Source: an optimization exercise on an open RTL-to-GDS flow (aim: small area). Production flows keep margins and buffers that such runs may drop. The RTL was checked by simulation tests, not by an equivalence proof against the original design. Power and IR drop assume default switching activity.

**flow/config.mk**
```make
export PLATFORM = sky130hd
export DESIGN_NAME = wdg9
export DESIGN_NICKNAME = wdg9
export VERILOG_FILES = /design/flow/design.v
export SDC_FILE = /design/flow/constraint.sdc
export NUM_CORES = 4
export LEC_CHECK = 0
export CAP_MARGIN = 20
export CORE_MARGIN = 2
export CORE_UTILIZATION = 45
export SLEW_MARGIN = 20
```
**flow/constraint.sdc**
```tcl
create_clock -name core_clock -period 18.0 [get_ports {clk}]
set_input_delay 3.6000 -clock core_clock [delete_from_list [all_inputs] [get_ports {clk}]]
set_output_delay 3.6000 -clock core_clock [all_outputs]
set_load 0.01 [all_outputs]
```
**flow/design.v**
```verilog
module wdg9 (
    input  wire         clk,
    input  wire         rst_n,
    input  wire         tick,           
    input  wire [8:0]   run,            
    input  wire [7:0]   held,           
    input  wire [8:0]   en,
    input  wire [8:0]   win_en,
    input  wire [8:0]   chal_en,
    input  wire [143:0] timeout_ms,     
    input  wire [143:0] first_ms,
    input  wire [143:0] open_ms,
    input  wire [8:0]   en_mask,        
    input  wire         wdo_pol,        
    input  wire [6:0]   width_ms,
    input  wire         kick_v,         
    input  wire [3:0]   kick_w,         
    input  wire [31:0]  kick_data,
    input  wire [4:0]   rd_sel,
    output reg  [8:0]   exp_v,          
    output wire [26:0]  exp_cause,      
    output reg  [7:0]   exp_held,       
    output wire [7:0]   wrst,           
    output wire         dev_rst,        
    output reg          wdo,
    output reg          wdo_oe,
    output reg  [31:0]  rd_data
);
    assign wrst    = exp_v[7:0] & ~exp_held;
    assign dev_rst = exp_v[8];
    reg  [15:0] lfsr;
    wire        lfsr_fb = lfsr[15] ^ lfsr[13] ^ lfsr[12] ^ lfsr[10];
    wire [15:0] lfsr_p1 = (&lfsr) ? 16'h0001 : lfsr + 16'd1;
    wire [15:0] ns_a    = lfsr    & {16{rst_n}};
    wire [15:0] ns_b    = lfsr_p1 & {16{rst_n}};
    reg  [8:0]  st_a, st_x, first;
    reg  [9:0]  t_us    [0:8];
    reg  [15:0] t_ms    [0:8];
    reg  [15:0] seed    [0:8];
    reg  [15:0] exp_cnt [0:8];
    reg  [15:0] vio_cnt [0:8];
    reg  [1:0]  cause   [0:8];
    wire        key_ok = kick_v && (kick_data[15:0] == 16'h5A5A);
    reg  [15:0] k_ms, k_open, k_seed;
    reg         k_win, k_chal, k_first;
    integer     j;
    always @* begin
        k_ms = 16'd0; k_open = 16'd0; k_seed = 16'd0;
        k_win = 1'b0; k_chal = 1'b0; k_first = 1'b0;
        for (j = 0; j < 9; j = j + 1)
            if (kick_w == j) begin
                k_ms    = t_ms[j];
                k_open  = open_ms[j*16 +: 16];
                k_seed  = seed[j];
                k_win   = win_en[j];
                k_chal  = chal_en[j];
                k_first = first[j];
            end
    end
    wire        k_early = k_win && !k_first && (k_ms < k_open);
    wire [15:0] k_ans   = {k_seed[10:0], k_seed[15:11]} ^ {4{kick_w}};
    wire        k_wrong = k_chal && (kick_data[31:16] != k_ans);
    wire [8:0]  ev;
    genvar g;
    generate for (g = 0; g < 9; g = g + 1) begin : wd
        wire        act     = en[g] & run[g];
        wire        running = act & st_a[g] & ~st_x[g];
        wire [15:0] f_ms    = first_ms[g*16 +: 16];
        wire [15:0] lim     = (first[g] && f_ms != 16'd0) ? f_ms : timeout_ms[g*16 +: 16];
        wire        us_end  = (t_us[g] == 10'd999);
        wire        ms_up   = tick & us_end;
        wire [16:0] ms_inc  = {1'b0, t_ms[g]} + {16'd0, ms_up};
        wire        tmo     = tick && (ms_inc >= {1'b0, lim});    
        wire        svc     = key_ok && (kick_w == g);
        wire        expire  = running & tmo;
        wire        bad     = running & ~tmo & svc & (k_early | k_wrong);
        wire        accept  = running & ~tmo & svc & ~k_early & ~k_wrong;
        wire        e       = expire | bad;
        wire        hold_e  = (g < 8) ? held[g % 8] : 1'b0;
        wire        ld_seed = act & (~st_a[g] | (e & (~hold_e | bad)) | (accept & chal_en[g]));
        wire        same    = (lfsr == seed[g]);
        wire        ce      = e & ~&exp_cnt[g];
        wire        cv      = bad & ~&vio_cnt[g];
        wire [15:0] car_e, car_v;
        assign car_e[0] = ce;
        assign car_v[0] = cv;
        genvar b;
        for (b = 1; b < 16; b = b + 1) begin : cc
            assign car_e[b] = car_e[b-1] & exp_cnt[g][b-1];
            assign car_v[b] = car_v[b-1] & vio_cnt[g][b-1];
        end
        assign ev[g]  = e;
        assign exp_cause[g*3 +: 3] = {1'b0, cause[g]};
        always @(posedge clk) begin
            if (!st_a[g] || svc || tmo || ms_up) t_us[g] <= 10'd0;
            else                                 t_us[g] <= t_us[g] + {9'd0, tick};
            if (!st_a[g] || svc || tmo)          t_ms[g] <= 16'd0;
            else                                 t_ms[g] <= ms_inc[15:0];
        end
        always @(posedge clk) begin
            if (!rst_n || ld_seed) seed[g] <= same ? ns_b : ns_a;
        end
        always @(posedge clk) begin
            if (!rst_n) begin
                st_a[g]    <= 1'b0;
                st_x[g]    <= 1'b0;
                first[g]   <= 1'b0;
                exp_cnt[g] <= 16'd0;
                vio_cnt[g] <= 16'd0;
                exp_v[g]   <= 1'b0;
                cause[g]   <= 2'd0;
                if (g < 8) exp_held[g % 8] <= 1'b0;
            end else begin
                exp_v[g]   <= e;
                exp_cnt[g] <= exp_cnt[g] ^ car_e;
                vio_cnt[g] <= vio_cnt[g] ^ car_v;
                if (!act) begin
                    st_a[g] <= 1'b0;
                    st_x[g] <= 1'b0;
                end else if (!st_a[g]) begin
                    st_a[g]  <= 1'b1;
                    first[g] <= 1'b1;
                end else if (e) begin
                    if (hold_e) st_x[g]  <= 1'b1;
                    else        first[g] <= 1'b1;
                end else if (accept) begin
                    first[g] <= 1'b0;
                end
                if (e) begin
                    cause[g] <= expire ? 2'd1 : k_early ? 2'd2 : 2'd3;
                    if (g < 8) exp_held[g % 8] <= hold_e;
                end
            end
        end
    end endgenerate
    reg  [31:0] total;
    wire [3:0]  n_ev = ev[0] + ev[1] + ev[2] + ev[3] + ev[4] + ev[5] + ev[6] + ev[7] + ev[8];
    wire [32:0] tot_s = {1'b0, total} + {29'd0, n_ev};
    reg         wdo_act;
    reg  [6:0]  w_ms;
    reg  [9:0]  w_us;
    reg  [15:0] pulses, merged;
    wire        req = |(ev & en_mask);
    always @(posedge clk) begin
        if (!wdo_act) begin
            w_ms <= width_ms;
            w_us <= 10'd0;
        end else if (tick) begin
            if (w_us == 10'd0) begin
                w_us <= 10'd999;
                w_ms <= w_ms - 7'd1;
            end else begin
                w_us <= w_us - 10'd1;
            end
        end
    end
    integer w;
    reg  [31:0] rd_n;
    always @* begin
        rd_n = 32'd0;
        for (w = 0; w < 9; w = w + 1) begin
            if (rst_n && rd_sel == w)     rd_n = rd_n | {vio_cnt[w], exp_cnt[w]};
            if (rst_n && rd_sel == w + 9) rd_n = rd_n | {st_x[w], st_a[w], first[w], 13'd0, seed[w]};
        end
        if (rst_n && rd_sel == 5'd18) rd_n = rd_n | total;
        if (rst_n && rd_sel == 5'd19) rd_n = rd_n | {merged, pulses};
    end
    always @(posedge clk) rd_data <= rd_n;
    always @(posedge clk) begin
        if (!rst_n) begin
            lfsr    <= 16'hACE1;
            total   <= 32'd0;
            wdo_act <= 1'b0;
            pulses  <= 16'd0;
            merged  <= 16'd0;
            wdo     <= 1'b0;
            wdo_oe  <= 1'b0;
        end else begin
            lfsr  <= {lfsr[14:0], lfsr_fb};
            total <= tot_s[32] ? 32'hFFFF_FFFF : tot_s[31:0];
            if (wdo_act) begin
                if (req && merged != 16'hFFFF) merged <= merged + 16'd1;
                if (tick && w_ms == 7'd0 && w_us[9:1] == 9'd0) wdo_act <= 1'b0;
            end else if (req) begin
                wdo_act <= 1'b1;
                if (pulses != 16'hFFFF) pulses <= pulses + 16'd1;
            end
            wdo_oe <= |en_mask;
            wdo    <= wdo_pol ? wdo_act : ~wdo_act;
        end
    end
endmodule
```
**flow/flow/run.sh**
```bash
#!/bin/bash
# Layout flow: the standard flow (standard.sh) on a copy of the ORFS scripts, with
# these changes:
#  - synthesis leaves adders to ABC (no extract_fa half/full-adder cells), and ABC maps
#    the logic with an area-oriented script (flow/abc.script, with &deepsyn) instead of ORFS's speed
#    script; the rest of synthesis, and so every register, is the standard one;
#  - port buffers are buf_1 rather than clkdlybuf4s50_1;
#  - CTS inserts no dummy loads, clusters up to 16 sinks, and uses clkbuf_8.
# Every tool's output stays in this folder: standard.log and orfs/logs/.
set -euo pipefail
W=$(pwd)
rm -rf "$W/scripts"
cp -r "$FLOW_HOME/scripts" "$W/scripts"
cp "$W/flow/abc.script" "$W/scripts/abc_speed.script"
cp "$W/flow/abc.script" "$W/scripts/abc_area.script"
sed -i 's/^  \[env_var_exists_and_non_empty ADDER_MAP_FILE\] &&$/  0 \&\& [env_var_exists_and_non_empty ADDER_MAP_FILE] \&\&/' "$W/scripts/synth.tcl"
grep -q '^  0 && \[env_var_exists_and_non_empty ADDER_MAP_FILE\] &&$' "$W/scripts/synth.tcl"
export SCRIPTS_DIR="$W/scripts"
export BUFFER_PORTS_ARGS="-buffer_cell sky130_fd_sc_hd__buf_1"
export CTS_ARGS="-sink_clustering_enable -sink_clustering_size 16 -sink_clustering_max_diameter 60 -repair_clock_nets -dont_use_dummy_load -buf_list {sky130_fd_sc_hd__clkbuf_8}"
bash standard.sh > "$W/standard.log" 2>&1
```
**flow/flow/abc.script**
```
strash
&get -n
&fraig -x
&put
scorr
dc2
strash
&get -n
&deepsyn -J 20 -T 600
&dch -f
&nf -R 1000 -p -F 8 -A 4
&put
```
**flow/standard.sh**
```bash
#!/bin/bash
# synth_recipe.tcl (not shown) runs the flow's synth.tcl, then flattens the netlist and writes it again
# the make line also repeats each setting of config.mk as NAME=value (left out here)
make -C /OpenROAD-flow-scripts/flow DESIGN_CONFIG=/design/flow/config.mk WORK_HOME=/design/flow/orfs CLKGATE_MAP_FILE= SYNTH_SCRIPT=/design/flow/synth_recipe.tcl "${@:-finish}"
```
==> impl_metrics.tcl, run 1 <==
set metrics [dict create \
    n_fill_cell 9123 \
    drt_iter0_drc 8124 \
    cts_buffers 78 \
    die_w_um 312 \
    async_flop_share_pct 0 \
    cts_buffer_depth 3 \
    io_buffers 615 \
    slew_violations 0 \
    stdcell_count 6911 \
    pin_count 625 \
    yosysMostFrequentCell "dfxtp_1" \
    p_int_uw 2510 \
    viasPerCell 6.67 \
    synthFlopType "dfxtp_1" \
    antenna_found_initial 23 \
    synth_common_cells "708 x dfxtp_1, 486 x nor2_1, 431 x a21oi_1" \
    insertion_delay_ps 780 \
    p_sw_uw 1020 \
    area_delta_synth_final_pct 13.7 \
    power_density_nw_per_um2 72.7 \
    core_sq_um 93600 \
    synth.area.top_cells "dfxtp_1 33%, edfxtp_1 11%, a222oi_1 5.2%, a21oi_1 5.1%, nor2_1 4.3%" \
    ir_drop_mv 0.0703 \
    synth_largest_area_cell "dfxtp_1" \
    pwr-share-clk_pct 29.7 \
    htree_levels 3 \
    cp.required_ps 18670 \
    hold_viol 0 \
    routed_wl_um 215000 \
    avgSynthCellArea_sq_um 8.78 \
    crit_path_start_kind "input pin" \
    whs_endpoint "cause[3][1]$_SDFFE_PN0P_" \
    finalCritPeriodShare_pct 84.6 \
    seqPwrFrac_pct 59.1 \
    ys_seq_area_share_pct 43.8 \
    cp_max_fo 28 \
    placedCellCount 6822 \
    nets 6186 \
    leakage_uw 0.0167 \
    crit_arrival_ps 15890 \
    route.vias.total 46100 \
    synth-edff-count 151 \
    crit_path_end_kind "flip-flop" \
    setup_ws_ps 2780 \
    hold_path_class "flip-flop to flip-flop" \
    initial_core_util_pct 45.6 \
    status "timing/DRC/antenna clean" \
    max_stage_delay_ps 800 \
    cts_resized 0 \
    fmax_mhz 65.7 \
    max-cap-violations 0 \
    row_count 112 \
    crit_buf_inv 3 \
    cts_tree "built" \
    routabilityCongestion 1.06 \
    first_pass_iters 12 \
    grt_max_degree 160 \
    sw_frac_of_total_pct 29.0 \
    grt_pass1_wl_um 301000 \
    fin_tns_setup_ps 0 \
    worstSetupPathType "input pin to flip-flop" \
    crit_family "simple AND/OR/NAND/NOR gates" \
    r2r_start "t_us[2][0]$_SDFF_PP0_" \
    rsz0062_at_grt "no" \
    post-cts-setup-buffers 0 \
    r2r-end "total[3]$_SDFF_PN0_" \
    hold_path.startpoint "cause[3][1]$_SDFFE_PN0P_" \
    dp_hpwl_um 166000 \
    worst_pin_slew_ps 1150 \
    synth_warnings 7 \
    path_clk_slew_ps 100 \
    cts.sinks 859 \
    synth_seq_cells 859 \
    syn_inst 4863 \
    root_buffer "clkbuf_8" \
    combPwrFrac_pct 11.2 \
    grt-ovfl-total 0 \
    finalSetupViolCount 0 \
    grt_pass1_vias 41400 \
    maxSlewHeadroom_pct 22.0 \
    path_common_cell "nand3_1" \
    grt_usage_pct 42.3 \
    holdWs_ps 472 \
    finClkSkew_ps 134 \
    syn_area_sq_um 42700 \
    utilization_pct 51.8 \
    rr_worst_depth 50 \
    reg2reg_slack_ps 6150 \
    holdPathStages 2 \
    postCtsHoldBufs 0 \
    fin_crit_ps 15220 \
    netlist.area_leader.share_pct 33.2 \
    cp_slowest_cell "nand3_1" \
    drc 0 \
    ant_nets 0 \
    dieArea_sq_um 97400 \
    die_y_um 312 \
    wl_per_cell_um 31.2 \
    drive_above_1_share_pct 3.75 \
    place_ws_ps 2400 \
    ys_types 66 \
]
metal layers:
| metal | part of all wire [%] | global-route usage (%) | vias up |
|---|---|---|---|
| met2 | 42 | 62.4 | 3160 |
| met5 | 0.045 | 0 | - |
| met4 | 5.9 | 20.7 | 16 |
| li1 | - | - | 20300 |
| met3 | 13 | 10.8 | 623 |
| met1 | 40 | 57.7 | 22100 |
kinds of logic after synthesis:
family,count (synthesis),synth area share [%]
AO/OA/AOI/OAI,1450,22.7
XOR/XNOR,236,4.84
adder cells (fa/ha/maj),17,0.399
buffers and inverters,141,1.33
flip-flops,859,43.8
multiplexers,131,3.14
other,1,0.00878
AND/OR/NAND/NOR,2028,23.7
worst reg2reg max path: cells and delay by family, from the launching register on:
| family | cells | cell delay (ps) |
|---|---|---|
| adder cells (fa/ha/maj) | 1 | 360 |
| AND/OR/NAND/NOR | 36 | 8570 |
| XOR/XNOR | 4 | 690 |
| AO/OA/AOI/OAI | 9 | 1730 |
| flip-flops | 1 | 380 |
worst max path at each step:
stage | from | end | slack (ps) | cells after the start
floorplan | kick_w[1] | total[2]$_SDFF_PN0_ | 1190 | 48
detailed placement | kick_w[1] | total[3]$_SDFF_PN0_ | 2400 | 49
CTS | kick_w[1] | total[3]$_SDFF_PN0_ | 3210 | 49
finish | kick_w[1] | total[3]$_SDFF_PN0_ | 2780 | 49
global placement | tick | total[2]$_SDFF_PN0_ | 2750 | 49
global route | tick | total[3]$_SDFF_PN0_ | 1810 | 52
sequential cells by signal, indices dropped and copies added, names as in the netlist, 10 cells and up:
signal and flops:
cause 18, exp_cnt 144, lfsr 16, merged 16, pulses 16, rd_data 32
seed 144, t_ms 144, t_us 90, total 32, vio_cnt 144, w_us 10
cell usage in the layout, fill, tap and decap left out, types with 12 or more instances in the layout:
cell         n
a22o_1      13
nor3b_1     15
or3_1       13
and2_0      49
xor2_1      97
nor4_1      51
nand2b_1    41
nand3_1    240
a211oi_1    18
o2bb2ai_1   12
o221ai_1    17
o21ai_0    288
o211ai_1    14
mux2i_1    107
a222oi_1   222
dfxtp_1    708
nor3_1     179
a21o_1      25
o22ai_1     72
a21oi_1    428
nor2b_1    212
a21boi_0    46
a31oi_1     34
a22oi_1    137
clkinv_1   130
nand2_1    378
edfxtp_1   151
maj3_1      17
and3_1     155
buf_4       91
nand4_1    137
buf_1      613
mux2_1      24
nor2_1     469
a221oi_1    40
xnor2_1    139
nor2_2      12
clkbuf_8    78
final cells by class:
| class | instances | area, sq um | area share, % |
|---|---|---|---|
| flip-flops and latches | 859 | 18700 | 38.5 |
| clock buffers | 78 | 1070 | 2.21 |
| repair buffers | 707 | 3020 | 6.22 |
| well taps | 1254 | 1570 | 3.23 |
| multi-input cells | 3871 | 23600 | 48.7 |
| inverters | 131 | 497 | 1.02 |
| diodes | 11 | 27.5 | 0.0567 |
power by group through the flow:
| stage | Clock (uW) | Combinational [uW] | Sequential, uW |
|---|---|---|---|
| after floorplan | 0 | 179 | 2070 |
| after global routing | 1110 | 411 | 2080 |
| after global placement | 0 | 380 | 2120 |
| after detailed placement | 0 | 378 | 2120 |
| final | 1050 | 394 | 2080 |
| after CTS | 1050 | 380 | 2070 |
stage by stage:
step,instance area [sq um],power (uW)
floorplan,42700,2250
global placement,47400,2500
detailed placement,47400,2490
CTS,48500,3500
global route,48500,3600
finish,48500,3530
==> run 2, diff against run 1 <==
--- a/flow/design.v
+++ b/flow/design.v
@@ -32,6 +32,4 @@
     wire        lfsr_fb = lfsr[15] ^ lfsr[13] ^ lfsr[12] ^ lfsr[10];
     wire [15:0] lfsr_p1 = (&lfsr) ? 16'h0001 : lfsr + 16'd1;
-    wire [15:0] ns_a    = lfsr    & {16{rst_n}};
-    wire [15:0] ns_b    = lfsr_p1 & {16{rst_n}};
     reg  [8:0]  st_a, st_x, first;
     reg  [9:0]  t_us    [0:8];
@@ -99,5 +97,5 @@
         end
         always @(posedge clk) begin
-            if (!rst_n || ld_seed) seed[g] <= same ? ns_b : ns_a;
+            if (!rst_n) seed[g] <= 16'd0; else if (ld_seed) seed[g] <= same ? lfsr_p1 : lfsr;
         end
         always @(posedge clk) begin
==> run 2 against run 1 <==
Still clean. Clock skew increased by 9.7 ps. Synthesized area decreased by 2.9%. Critical path depth increased by 4. Final cell count decreased by 1.5%. Via count increased by 0.19%. Flip-flop and latch count unchanged. Clock power about the same. Global-route usage increased by 1.1 points. Largest cell class unchanged. Largest power group unchanged.
==> impl_metrics.tcl, run 2 <==
set metrics [dict create \
    synth.area.top_cells "dfxtp_1 41%, a222oi_1 6.5%, a21oi_1 4.4%, nor2_1 4.3%, o21ai_0 3.7%" \
    register_area_sq_um 17300 \
    fin_crit_ps 15780 \
    status "timing/DRC/antenna clean" \
    worstSetupPathType "input pin to flip-flop" \
    io_buffers 615 \
    holdWs_ps 467 \
    hold_path_class "flip-flop to flip-flop" \
    routed.top_layer "met5" \
    syn_inst 4808 \
    core_sq_um 91500 \
    multi_input_area_sq_um 23900 \
    wl_per_cell_um 31.5 \
    drt_iter0_drc 8791 \
    placedCellCount 6701 \
    avgSynthCellArea_sq_um 8.62 \
    crit_path_start_kind "input pin" \
    cts_tree "built" \
    async_flop_share_pct 0 \
    dieArea_sq_um 94600 \
    cp_slowest_cell "buf_4" \
    netlist.area_leader.share_pct 41.1 \
    dpl_cell_area_sq_um 46100 \
    cp.required_ps 18700 \
    maxSlewHeadroom_pct 17.0 \
    path_clk_slew_ps 110 \
    synthFlopType "dfxtp_1" \
    drive_above_1_share_pct 3.86 \
    stdcell_count 6805 \
    drc 0 \
    routed_wl_um 214000 \
    initial_core_util_pct 45.3 \
    ys_types 67 \
    die_y_um 308 \
    first_pass_iters 15 \
    hold_viol 0 \
    crit_path_end_kind "flip-flop" \
    worst_pin_slew_ps 1240 \
    rsz0062_at_grt "no" \
    ant_nets 0 \
    n_fill_cell 8991 \
    syn_area_sq_um 41500 \
    slew_violations 0 \
    ys_seq_area_share_pct 41.6 \
    power_uw 3460 \
    synth_seq_cells 859 \
    power_density_nw_per_um2 73.1 \
    post-cts-setup-buffers 0 \
    final_cell_area_sq_um 47300 \
    finClkSkew_ps 143 \
    hold_path.startpoint "w_us[7]$_SDFFE_PN0P_" \
    htree_levels 3 \
    finalCritPeriodShare_pct 87.7 \
    synth_common_cells "852 x dfxtp_1, 473 x nor2_1, 392 x nand2_1" \
    leakage_uw 0.0162 \
    root_buffer "clkbuf_8" \
    cp_max_fo 50 \
    fin_tns_setup_ps 0 \
    max-cap-violations 0 \
    fmax_mhz 63.4 \
    nets 6138 \
    grt-ovfl-total 0 \
    synth-edff-count 7 \
    ir_drop_mv 0.0723 \
    viasPerCell 6.79 \
    finalSetupViolCount 0 \
    cts_resized 0 \
    crit_arrival_ps 16480 \
    route.vias.total 46200 \
    cts.sinks 859 \
    cts_buffer_depth 3 \
    area_delta_synth_final_pct 14.1 \
    pin_count 625 \
    met1_length_um 85300 \
    crit_start "kick_w[1]" \
    wl_met2_um 85500 \
    final_common_cell "dfxtp_1" \
    antenna_found_initial 26 \
    max_stage_delay_ps 670 \
    layout_common_cells "852 x dfxtp_1, 613 x buf_1, 457 x nor2_1, 392 x nand2_1, 362 x a21oi_1" \
    r2r_start "t_us[2][0]$_SDFF_PP0_" \
    dp_hpwl_um 162000 \
    grt_pass1_wl_um 298000 \
    grt_max_degree 144 \
    wl_met3_um 29600 \
    die_w_um 308 \
    synth_largest_area_cell "dfxtp_1" \
    yosysMostFrequentCell "dfxtp_1" \
    synth_warnings 7 \
    cts_buffers 82 \
    row_count 111 \
    path_common_cell "nor2b_1" \
    grt_pass1_vias 41100 \
    grt_usage_pct 43.5 \
    postCtsHoldBufs 0 \
    routabilityCongestion 1.13 \
    insertion_delay_ps 800 \
]
[run 2: cell types whose count changed after synthesis, sizes merged, moves of 38 or more]
cell and change:
a21boi -38, a21oi -69, a222oi +47, dfxtp +144, edfxtp -144, nand3 -39
[run 2: cells by family after synthesis]
kind of cell / count (synthesis) / synth area share, %
muxes: 144 / 3.56
adders and majority gates: 27 / 0.652
AOI/OAI and AO/OA: 1474 / 24.6
and+or+nand+nor: 1957 / 23.5
DFF: 859 / 41.6
xor gates and xnor gates: 231 / 4.88
buffers and inverters: 115 / 1.13
other: 1 / 0.00904
[run 2: worst paths after layout]
| check | cells after the start | slack [ps] | end |
|---|---|---|---|
| worst max-delay path | 53 | 2220 | total[2]$_SDFF_PN0_ |
| worst min-delay path | 2 | 470 | w_us[7]$_SDFFE_PN0P_ |
| worst max register to register | 51 | 5460 | total[2]$_SDFF_PN0_ |
| worst min register to register | 2 | 470 | w_us[7]$_SDFFE_PN0P_ |
[run 2: final cells by class]
cell class / instances / share of cell area (%)
inverter: 105 / 0.844
clock buffer: 82 / 2.39
antenna: 21 / 0.111
timing repair buffer: 710 / 6.41
multi-input combinational: 3842 / 50.6
tap: 1186 / 3.14
sequential: 859 / 36.5
[run 2: metal layers]
metal | track usage (%) | up-vias
li1 | - | 20200
met1 | 58.9 | 22100
met2 | 60.9 | 3260
met3 | 13.7 | 674
met4 | 24.0 | 18
met5 | 0 | -
[run 2: through the flow]
stage / utilization (%) / setup slack (ps)
floorplan: - / 634
global placement: 50.4 / 1910
detailed placement: 50.4 / 1760
CTS: 51.6 / 2550
global route: 51.7 / 1230
finish: 51.7 / 2220
[run 2: critical path, delay by kind of cell]
kind	cells	cell delay (ps)
AO/OA/AOI/OAI	17	2850
XOR/XNOR	3	720
adder cells (fa/ha/maj)	4	1530
buffers and inverters	5	1980
AND/OR/NAND/NOR	24	5760
[run 2: where the power goes]
part	internal, uW	switching (uW)	leakage [uW]
registers	1930	63.4	0.00696
logic	120	270	0.00861
clock network	406	672	0.000590
==> run 3, diff against run 2 <==
--- a/flow/flow/run.sh
+++ b/flow/flow/run.sh
@@ -18,4 +18,4 @@
 export SCRIPTS_DIR="$W/scripts"
 export BUFFER_PORTS_ARGS="-buffer_cell sky130_fd_sc_hd__buf_1"
-export CTS_ARGS="-sink_clustering_enable -sink_clustering_size 16 -sink_clustering_max_diameter 60 -repair_clock_nets -dont_use_dummy_load -buf_list {sky130_fd_sc_hd__clkbuf_8}"
+export CTS_ARGS="-sink_clustering_enable -sink_clustering_size 16 -sink_clustering_max_diameter 80 -repair_clock_nets -dont_use_dummy_load -buf_list {sky130_fd_sc_hd__clkbuf_8}"
 bash standard.sh > "$W/standard.log" 2>&1
==> run 3 against run 2 <==
Clock skew is 60 ps lower. Clock power is 9% lower. Non-clock buffer count stayed put.
==> impl_metrics.tcl, run 3 <==
set metrics [dict create \
    final_common_cell "dfxtp_1" \
    route.vias.total 46200 \
    slew_violations 0 \
    dpl_cell_area_sq_um 46100 \
    critPathCapture "total[2]$_SDFF_PN0_" \
    initial_core_util_pct 45.3 \
    synth_warnings 7 \
    rsz0062_at_grt "no" \
    async_flop_share_pct 0 \
    ys_seq_area_share_pct 41.6 \
    max-cap-violations 0 \
    finalCritPeriodShare_pct 87.8 \
    max_stage_delay_ps 660 \
    crit_cells 53 \
    path_common_cell "nor2b_1" \
    routed_wl_um 214000 \
    synth.area.top_cells "dfxtp_1 41%, a222oi_1 6.5%, a21oi_1 4.4%, nor2_1 4.3%, o21ai_0 3.7%" \
    drc 0 \
    cp.required_ps 18640 \
    fin_tns_setup_ps 0 \
    crit_start "kick_w[1]" \
    final_cell_area_sq_um 47100 \
    worst_pin_slew_ps 1270 \
    crit_family "simple AND/OR/NAND/NOR gates" \
    rr_worst_depth 51 \
    layout_common_cells "852 x dfxtp_1, 613 x buf_1, 457 x nor2_1, 392 x nand2_1, 362 x a21oi_1" \
    crit_path_end_kind "flip-flop" \
    root_buffer "clkbuf_8" \
    cts_tree "built" \
    io_buffers 615 \
    antenna_found_initial 30 \
    maxSlewHeadroom_pct 15.2 \
    synth_largest_area_cell "dfxtp_1" \
    synthFlopType "dfxtp_1" \
    routabilityCongestion 1.13 \
    dieArea_sq_um 94600 \
    drive_above_1_share_pct 3.58 \
    yosysMostFrequentCell "dfxtp_1" \
    grt_max_degree 144 \
    synth_adder_area_share_pct 0.652 \
    nets 6122 \
    hold_viol 0 \
    netlist.area_leader.share_pct 41.1 \
    r2r_start "t_us[2][0]$_SDFF_PP0_" \
    synth_seq_cells 859 \
    ir_drop_mv 0.0593 \
    htree_levels 3 \
    p_sw_uw 988 \
    die_w_um 308 \
    seqPwrFrac_pct 59.1 \
    hold_path_class "flip-flop to flip-flop" \
    synth-compound-area-share_pct 24.6 \
    first_pass_iters 13 \
    drt_iter0_drc 8753 \
    cts.sinks 859 \
    cts_buffer_depth 3 \
    combPwrFrac_pct 11.6 \
    avgSynthCellArea_sq_um 8.62 \
    grt_pass1_vias 41000 \
    synth_common_cells "852 x dfxtp_1, 473 x nor2_1, 392 x nand2_1" \
    viasPerCell 6.81 \
    ys_types 67 \
    status "timing/DRC/antenna clean" \
    finalSetupViolCount 0 \
    cp_max_fo 50 \
    path_clk_slew_ps 100 \
    setup_ws_ps 2200 \
    n_fill_cell 9031 \
    sw_frac_of_total_pct 29.4 \
    reg2reg_slack_ps 5410 \
    synth-edff-count 7 \
    leakage_uw 0.0160 \
    grt_pass1_wl_um 298000 \
    synth_mux_area_share_pct 3.56 \
    syn_area_sq_um 41500 \
    synth_top_family_by_area "compound AO/OA/AOI/OAI gates" \
    cts_buffers 66 \
    grt_usage_pct 43.4 \
    place_ws_ps 1760 \
    fin_crit_ps 15800 \
    postCtsHoldBufs 0 \
    pwr-share-clk_pct 29.3 \
    insertion_delay_ps 730 \
    post-cts-setup-buffers 0 \
    pin_count 625 \
    area_delta_synth_final_pct 13.6 \
    synth-simple-area-share_pct 23.5 \
    power_density_nw_per_um2 71.5 \
    fmax_mhz 63.3 \
    row_count 111 \
    crit_buf_inv 5 \
    dp_hpwl_um 162000 \
    finClkSkew_ps 83.2 \
    wl_per_cell_um 31.6 \
    grt-ovfl-total 0 \
    synth-xor-area-share_pct 4.88 \
    r2r-end "total[2]$_SDFF_PN0_" \
    die_y_um 308 \
    crit_path_start_kind "input pin" \
    p_int_uw 2380 \
    worstSetupPathType "input pin to flip-flop" \
    core_sq_um 91500 \
    syn_inst 4808 \
    cp_slowest_cell "buf_4" \
    utilization_pct 51.4 \
    cts_resized 0 \
    crit_arrival_ps 16440 \
    ant_nets 0 \
]
## run 3: kinds of logic after synthesis
group / Yosys count
mux: 144
fa+ha+maj: 27
flops: 859
simple gates: 1957
buf+inv: 115
compound gates: 1474
xor+xnor: 231
other cells: 1
## run 3: worst min-delay path by stage
stage                                    from                        end  slack, ps  cells past startpoint
floorplan            exp_cnt[2][3]$_SDFF_PN0_   exp_cnt[2][3]$_SDFF_PN0_        430                      2
global placement    vio_cnt[6][15]$_SDFF_PN0_  vio_cnt[6][15]$_SDFF_PN0_        450                      2
detailed placement       w_us[7]$_SDFFE_PN0P_       w_us[7]$_SDFFE_PN0P_        460                      2
CTS                      w_us[7]$_SDFFE_PN0P_       w_us[7]$_SDFFE_PN0P_        470                      2
global route         exp_cnt[2][3]$_SDFF_PN0_   exp_cnt[2][3]$_SDFF_PN0_        500                      2
finish                   w_us[7]$_SDFFE_PN0P_       w_us[7]$_SDFFE_PN0P_        470                      2
## run 3: final cells by class
type	count	area (sq um)	share of cell area [%]
tap	1186	1480	3.15
inverter	105	399	0.848
antenna	18	45.0	0.0957
multi-input combinational	3842	23900	50.9
clock buffer	66	908	1.93
timing repair buffer	710	3040	6.45
sequential	859	17300	36.7
## run 3: through the flow
step                hold WS, ps  total power, uW  cells
finish                      468             3370   6786
global route                498             3450   6780
CTS                         472             3340   6767
detailed placement          458             2390   6701
global placement            453             2400   6700
floorplan                   429             2170   4816
## run 3: power by group through the flow
stage | clock, uW | sequential (uW) | combinational, uW
finish | 986 | 1990 | 391
global placement | 0 | 2020 | 372
CTS | 991 | 1980 | 372
floorplan | 0 | 2000 | 170
global route | 1060 | 1980 | 403
detailed placement | 0 | 2020 | 371
## run 3: worst register-to-register path, delay by kind of cell (launching register included)
kind	cells	cell delay [ps]
fa+ha+maj	3	1140
xor+xnor	3	720
flops	1	390
simple gates	36	8540
buf+inv	1	240
compound gates	8	1500
## run 3: routing by layer
metal / wire length (um) / GRT usage, % / vias up
li1: - / - / 20100
met1: 85100 / 58.4 / 22100
met2: 85600 / 60.9 / 3283
met3: 29300 / 14.3 / 700
met4: 14100 / 23.3 / 24
met5: 145 / 0 / -
==> run 4, diff against run 3 <==
--- a/flow/design.v
+++ b/flow/design.v
@@ -32,4 +32,5 @@
     wire        lfsr_fb = lfsr[15] ^ lfsr[13] ^ lfsr[12] ^ lfsr[10];
     wire [15:0] lfsr_p1 = (&lfsr) ? 16'h0001 : lfsr + 16'd1;
+    localparam [9:0] US_END = 10'h2B2;
     reg  [8:0]  st_a, st_x, first;
     reg  [9:0]  t_us    [0:8];
@@ -66,5 +67,5 @@
         wire [15:0] f_ms    = first_ms[g*16 +: 16];
         wire [15:0] lim     = (first[g] && f_ms != 16'd0) ? f_ms : timeout_ms[g*16 +: 16];
-        wire        us_end  = (t_us[g] == 10'd999);
+        wire        us_end  = (t_us[g] == US_END);
         wire        ms_up   = tick & us_end;
         wire [16:0] ms_inc  = {1'b0, t_ms[g]} + {16'd0, ms_up};
@@ -92,5 +93,5 @@
         always @(posedge clk) begin
             if (!st_a[g] || svc || tmo || ms_up) t_us[g] <= 10'd0;
-            else                                 t_us[g] <= t_us[g] + {9'd0, tick};
+            else if (tick)                       t_us[g] <= {t_us[g][8:0], ~(t_us[g][9] ^ t_us[g][6])};
             if (!st_a[g] || svc || tmo)          t_ms[g] <= 16'd0;
             else                                 t_ms[g] <= ms_inc[15:0];
==> run 4 against run 3 <==
Maximum frequency grew 1.4%. Cell area rose by 1.0%. Flip-flop and latch count unchanged. Clock power rose by 0.8%. Critical path depth fell by 1. Sequential power barely moved. Setup slack improved by 210 ps. Count of clock-buffer cells in the layout rose by 1. Final cell count is essentially flat. Critical path type unchanged. Largest cell class unchanged. Largest power group unchanged.
==> impl_metrics.tcl, run 4 <==
set metrics [dict create \
    crit_path_end_kind "flip-flop" \
    htree_levels 3 \
    viasPerCell 6.76 \
    wl_per_cell_um 32.5 \
    io_buffers 615 \
    multi_input_area_sq_um 24000 \
    ir_drop_mv 0.0690 \
    holdPathStages 2 \
    power_density_nw_per_um2 71.2 \
    grt_usage_pct 44.5 \
    worst_pin_slew_ps 1310 \
    status "timing/DRC/antenna clean" \
    whs_endpoint "exp_cnt[0][15]$_SDFF_PN0_" \
    cp_max_fo 27 \
    syn_area_sq_um 41800 \
    netlist.area_leader.share_pct 40.8 \
    route.vias.total 45900 \
    rsz0062_at_grt "no" \
    drive_above_1_share_pct 3.75 \
    finalSetupViolCount 0 \
    n_fill_cell 8967 \
    r2r-end "total[23]$_SDFF_PN0_" \
    reg2reg_slack_ps 5630 \
    routabilityCongestion 1.08 \
    initial_core_util_pct 45.5 \
    nets 6055 \
    die_y_um 309 \
    utilization_pct 51.8 \
    cts_tree "built" \
    rr_worst_depth 47 \
    antenna_found_initial 39 \
    area_delta_synth_final_pct 13.9 \
    max-cap-violations 0 \
    drc 0 \
    grt_pass1_vias 41100 \
    dieArea_sq_um 95300 \
    grt-ovfl-total 0 \
    row_count 111 \
    cts_buffer_depth 3 \
    pin_count 625 \
    root_buffer "clkbuf_8" \
    max_stage_delay_ps 840 \
    grt_pass1_wl_um 304000 \
    hold_viol 0 \
    fmax_mhz 64.2 \
    synth-edff-count 7 \
    syn_inst 4738 \
    final_common_cell "dfxtp_1" \
    core_sq_um 91800 \
    finClkSkew_ps 109 \
    r2r_start "t_us[4][2]$_SDFFE_PP0P_" \
    synthFlopType "dfxtp_1" \
    synth_seq_cells 859 \
    sw_frac_of_total_pct 29.6 \
    routed_wl_um 221000 \
    ant_nets 0 \
    yosysMostFrequentCell "dfxtp_1" \
    fin_tns_setup_ps 0 \
    hold_path.startpoint "exp_cnt[0][15]$_SDFF_PN0_" \
    synth_largest_area_cell "dfxtp_1" \
    cp.required_ps 18680 \
    post-cts-setup-buffers 0 \
    slew_violations 0 \
    crit_path_start_kind "input pin" \
    register_area_sq_um 17300 \
    async_flop_share_pct 0 \
    synth_common_cells "852 x dfxtp_1, 391 x nor2_1, 330 x a21oi_1" \
    dp_hpwl_um 170000 \
    combPwrFrac_pct 11.8 \
    ys_types 63 \
    path_clk_slew_ps 110 \
    cp_slowest_cell "nor3_2" \
    synth.area.top_cells "dfxtp_1 41%, a222oi_1 7.4%, a21oi_1 4.0%, nor2b_1 3.8%, nor2_1 3.5%" \
    leakage_uw 0.0166 \
    insertion_delay_ps 770 \
    worstSetupPathType "input pin to flip-flop" \
    seqPwrFrac_pct 58.8 \
    postCtsHoldBufs 0 \
    hold_path_class "flip-flop to flip-flop" \
    die_w_um 309 \
    p_sw_uw 1000 \
    cts_buffers 67 \
    grt_max_degree 164 \
    finalCritPeriodShare_pct 86.6 \
    maxSlewHeadroom_pct 12.7 \
    synth_warnings 7 \
    crit_arrival_ps 16270 \
    fin_crit_ps 15590 \
    ys_seq_area_share_pct 41.3 \
    pwr-share-clk_pct 29.4 \
    cts_resized 0 \
    drt_iter0_drc 7820 \
    p_int_uw 2380 \
    layout_common_cells "852 x dfxtp_1, 613 x buf_1, 377 x nor2_1, 330 x a21oi_1, 322 x nand2_1" \
    avgSynthCellArea_sq_um 8.82 \
    cts.sinks 859 \
    first_pass_iters 15 \
]
run 4: logic make-up (layout without fill, tap and decap cells):
logic type | Yosys count | in the layout | share of synthesized area [%]
simple gates | 1807 | 1807 | 22.2
other cells | 1 | 41 | 0.00898
buf+inv | 191 | 960 | 1.81
mux | 140 | 140 | 3.42
compound gates | 1476 | 1476 | 25.6
fa+ha+maj | 30 | 30 | 0.719
flops | 859 | 859 | 41.3
xor+xnor | 234 | 234 | 4.91
run 4: power by group through the flow:
stage / registers [uW] / clock network, uW / logic (uW)
global placement: 2030 / 0 / 380
detailed placement: 2030 / 0 / 379
finish: 1990 / 994 / 401
global route: 1990 / 1060 / 411
floorplan: 2000 / 0 / 173
CTS: 1980 / 997 / 381
run 4: per-stage QoR:
step | power, uW | setup WS (ps) | instance area (sq um) | hold WS, ps | std cells
2_1_floorplan | 2170 | 944 | 41800 | 433 | 4746
3_3_place_gp | 2410 | 2220 | 46500 | 445 | 6691
3_5_place_dp | 2400 | 2000 | 46500 | 453 | 6691
4_1_cts | 3360 | 2690 | 47500 | 468 | 6758
5_1_grt | 3460 | 1530 | 47500 | 477 | 6769
6_report | 3390 | 2410 | 47600 | 470 | 6790
run 4: final cells by class:
type / instances / share of cell area (%)
Antenna cell: 32 / 0.168
Clock buffer: 67 / 1.94
Inverter: 181 / 1.44
Multi-Input combinational cell: 3696 / 50.5
Sequential cell: 859 / 36.3
Tap cell: 1243 / 3.27
Timing Repair Buffer: 712 / 6.42
run 4: worst max-delay path by stage:
stage | start | endpoint | slack [ps] | cells past startpoint
after floorplan | kick_w[0] | total[26]$_SDFF_PN0_ | 940 | 49
after global placement | kick_w[0] | total[26]$_SDFF_PN0_ | 2220 | 53
after detailed placement | kick_w[0] | total[23]$_SDFF_PN0_ | 2000 | 52
after CTS | kick_w[0] | total[23]$_SDFF_PN0_ | 2690 | 52
after global routing | kick_w[0] | total[8]$_SDFF_PN0_ | 1530 | 52
final | kick_w[0] | total[23]$_SDFF_PN0_ | 2410 | 52
run 4: critical path: cells and delay by family:
kind,cells,cell delay [ps]
adders and majority gates,4,1220
xor gates and xnor gates,4,720
AOI/OAI and AO/OA,16,2660
buffers and inverters,3,1170
and+or+nand+nor,25,6880
run 4: per-layer routing:
metal	GRT usage (%)	share of wire, %	wire (um)
met3	12.8	12	27500
met5	0	0.034	74
met2	66.0	42	91900
met4	26.7	7.0	15400
met1	57.3	39	85900
==> run 5, diff against run 4 <==
--- a/flow/flow/run.sh
+++ b/flow/flow/run.sh
@@ -18,4 +18,4 @@
 export SCRIPTS_DIR="$W/scripts"
 export BUFFER_PORTS_ARGS="-buffer_cell sky130_fd_sc_hd__buf_1"
-export CTS_ARGS="-sink_clustering_enable -sink_clustering_size 16 -sink_clustering_max_diameter 80 -repair_clock_nets -dont_use_dummy_load -buf_list {sky130_fd_sc_hd__clkbuf_8}"
+export CTS_ARGS="-sink_clustering_enable -sink_clustering_size 16 -sink_clustering_max_diameter 60 -repair_clock_nets -dont_use_dummy_load -buf_list {sky130_fd_sc_hd__clkbuf_8}"
 bash standard.sh > "$W/standard.log" 2>&1
==> run 5 against run 4 <==
Sequential power about the same. First-iteration DRC count increased by 2.1%. Register-to-register slack got worse by 90 ps. Utilization increased by 0.23 points. Final cell count increased by 0.12%. Setup slack got worse by 4.9 ps. Count of clock-buffer cells in the layout increased by 16. Still clean on timing, DRC and antenna. Hold slack got worse by 2.7 ps. Clock skew decreased by 25 ps. Clock power increased by 9.7%.
==> impl_metrics.tcl, run 5 <==
set metrics [dict create \
    cp_max_fo 27 \
    synthFlopType "dfxtp_1" \
    netlist.area_leader.share_pct 40.8 \
    grt_pass1_wl_um 305000 \
    synth-edff-count 7 \
    fmax_mhz 64.1 \
    rr_worst_depth 47 \
    max-cap-violations 0 \
    viasPerCell 6.79 \
    post-cts-setup-buffers 0 \
    max_stage_delay_ps 650 \
    wl_per_cell_um 32.6 \
    place_ws_ps 2000 \
    register_area_sq_um 17300 \
    pwr-share-clk_pct 31.2 \
    combPwrFrac_pct 11.6 \
    sw_frac_of_total_pct 29.3 \
    setup_ws_ps 2410 \
    yosysMostFrequentCell "dfxtp_1" \
    finalSetupViolCount 0 \
    syn_area_sq_um 41800 \
    cp.required_ps 18650 \
    nets 6071 \
    ys_seq_area_share_pct 41.3 \
    cp_slowest_cell "nor3_2" \
    ys_types 63 \
    synth-compound-area-share_pct 25.6 \
    stdcell_count 6798 \
    multi_input_area_sq_um 24000 \
    die_w_um 309 \
    path_common_cell "nand3_1" \
    cts_buffer_depth 3 \
    maxSlewHeadroom_pct 15.4 \
    synth_seq_cells 859 \
    dp_hpwl_um 170000 \
    routabilityCongestion 1.08 \
    crit_path_start_kind "input pin" \
    antenna_found_initial 42 \
    p_int_uw 2460 \
    syn_inst 4738 \
    dieArea_sq_um 95300 \
    final_common_cell "dfxtp_1" \
    synth_largest_area_cell "dfxtp_1" \
    hold_viol 0 \
    routed_wl_um 222000 \
    fin_tns_setup_ps 0 \
    rsz0062_at_grt "no" \
    p_sw_uw 1020 \
    layout_common_cells "852 x dfxtp_1, 613 x buf_1, 377 x nor2_1, 330 x a21oi_1, 322 x nand2_1" \
    die_y_um 309 \
    reg2reg_slack_ps 5540 \
    hold_path_class "flip-flop to flip-flop" \
    synth-simple-area-share_pct 22.2 \
    htree_levels 3 \
    seqPwrFrac_pct 57.2 \
    cts_resized 0 \
    r2r-end "total[23]$_SDFF_PN0_" \
    drt_iter0_drc 7985 \
    synth_warnings 7 \
    grt_usage_pct 44.7 \
    postCtsHoldBufs 0 \
    initial_core_util_pct 45.5 \
    finalCritPeriodShare_pct 86.6 \
    cts_buffers 83 \
    fin_crit_ps 15590 \
    drive_above_1_share_pct 4.05 \
    async_flop_share_pct 0 \
    grt-ovfl-total 0 \
    io_buffers 615 \
    r2r_start "t_us[4][2]$_SDFFE_PP0P_" \
    core_sq_um 91800 \
    synth_top_family_by_area "compound AO/OA/AOI/OAI gates" \
    holdWs_ps 467 \
    finClkSkew_ps 83.9 \
    cts_tree "built" \
    synth_common_cells "852 x dfxtp_1, 391 x nor2_1, 330 x a21oi_1" \
    crit_path_end_kind "flip-flop" \
    status "timing/DRC/antenna clean" \
    insertion_delay_ps 760 \
    holdPathStages 2 \
    row_count 111 \
    grt_max_degree 164 \
    pin_count 625 \
    hold_path.startpoint "vio_cnt[6][15]$_SDFF_PN0_" \
    slew_violations 0 \
    cts.sinks 859 \
    synth_mux_area_share_pct 3.42 \
    area_delta_synth_final_pct 14.4 \
    avgSynthCellArea_sq_um 8.82 \
    crit_arrival_ps 16240 \
    route.vias.total 46100 \
    power_density_nw_per_um2 72.9 \
    root_buffer "clkbuf_8" \
    first_pass_iters 17 \
    leakage_uw 0.0167 \
    ant_nets 0 \
    n_fill_cell 8946 \
    synth_adder_area_share_pct 0.719 \
    worstSetupPathType "input pin to flip-flop" \
    synth-xor-area-share_pct 4.91 \
    path_clk_slew_ps 110 \
    worst_pin_slew_ps 1260 \
    synth.area.top_cells "dfxtp_1 41%, a222oi_1 7.4%, a21oi_1 4.0%, nor2b_1 3.8%, nor2_1 3.5%" \
    grt_pass1_vias 41300 \
    whs_endpoint "vio_cnt[6][15]$_SDFF_PN0_" \
    drc 0 \
    power_uw 3480 \
    placedCellCount 6691 \
    ir_drop_mv 0.0595 \
]
run 5: worst max-delay path, delay by kind of cell:
kind            cells  cell delay [ps]
simple gates       25             6610
xor+xnor            3              740
fa+ha+maj           4             1540
buf+inv             4             1160
compound gates     16             2550
run 5: cell families after synthesis:
kind of cell | Yosys count
buf+inv | 191
mux | 140
flops | 859
compound gates | 1476
fa+ha+maj | 30
other cells | 1
simple gates | 1807
xor+xnor | 234
run 5: metal layers:
layer / up-vias / GRT usage (%) / wire (um) / share of wire, %
met3: 684 / 14.1 / 29000 / 13
met1: 22100 / 56.8 / 85100 / 38
met4: 18 / 27.6 / 16300 / 7.3
met2: 3329 / 65.7 / 91300 / 41
met5: - / 0 / 117 / 0.053
li1: 20000 / - / - / -
run 5: how the worst max path moves through the flow:
| stage | cells after the start | end | from |
|---|---|---|---|
| 2_1_floorplan | 49 | total[26]$_SDFF_PN0_ | kick_w[0] |
| 3_3_place_gp | 53 | total[26]$_SDFF_PN0_ | kick_w[0] |
| 3_5_place_dp | 52 | total[23]$_SDFF_PN0_ | kick_w[0] |
| 4_1_cts | 52 | total[23]$_SDFF_PN0_ | kick_w[0] |
| 5_1_grt | 53 | total[15]$_SDFF_PN0_ | kick_w[0] |
| 6_report | 52 | total[23]$_SDFF_PN0_ | kick_w[0] |
run 5: cell type report:
type                    instances  share of cell area [%]
multi-input cells            3696                    50.3
well taps                    1243                    3.26
repair buffers                712                    6.39
clock buffers                  83                    2.39
diodes                         24                   0.126
flip-flops and latches        859                    36.1
inverters                     181                    1.43
run 5: power groups by stage:
stage | clock [uW] | sequential [uW] | combinational (uW)
final | 1090 | 1990 | 402
after global routing | 1160 | 1990 | 412
after CTS | 1090 | 1980 | 381
after detailed placement | 0 | 2030 | 379
after global placement | 0 | 2030 | 380
after floorplan | 0 | 2000 | 173
run 5: stage by stage:
stage	area, sq um	util [%]
finish	47800	52.0
global route	47700	52.0
CTS	47700	51.9
detailed placement	46500	50.7
global placement	46500	50.7
floorplan	41800	-

-- static timing again, ports no longer ideal --
The results above use ideal ports. As a check the final layouts listed here were re-extracted and re-timed, cells and wires unchanged.
Step 1 assumes that a clkbuf_16 drives the clock port and a buf_2 every other input.
Step 2, shift: input delay + t, output delay - t, t = (earliest + latest rising clock arrival at the registers) / 2. This alone moves slack from input paths to output paths.
Slacks: ideal ports / drivers / drivers and shift; pairs: ideal ports / drivers.
run	t (ns)	slack for setup (ns)	clock arrival spread, ns	cell pins on the clock port's net
run 1	0.783	2.776 / 2.812 / 2.029	0.134 / 0.134	1
run 2	0.794	2.223 / 2.264 / 1.469	0.143 / 0.143	1
run 3	0.762	2.202 / 2.245 / 1.483	0.083 / 0.083	1
run 4	0.785	2.413 / 2.386 / 1.601	0.109 / 0.109	1
run 5	0.786	2.408 / 2.406 / 1.620	0.084 / 0.083	1
After both steps every run listed still meets setup and hold. For run 4, which loses most, drivers alone change the setup slack by -0.027 ns; drivers and shift together by -0.812 ns.
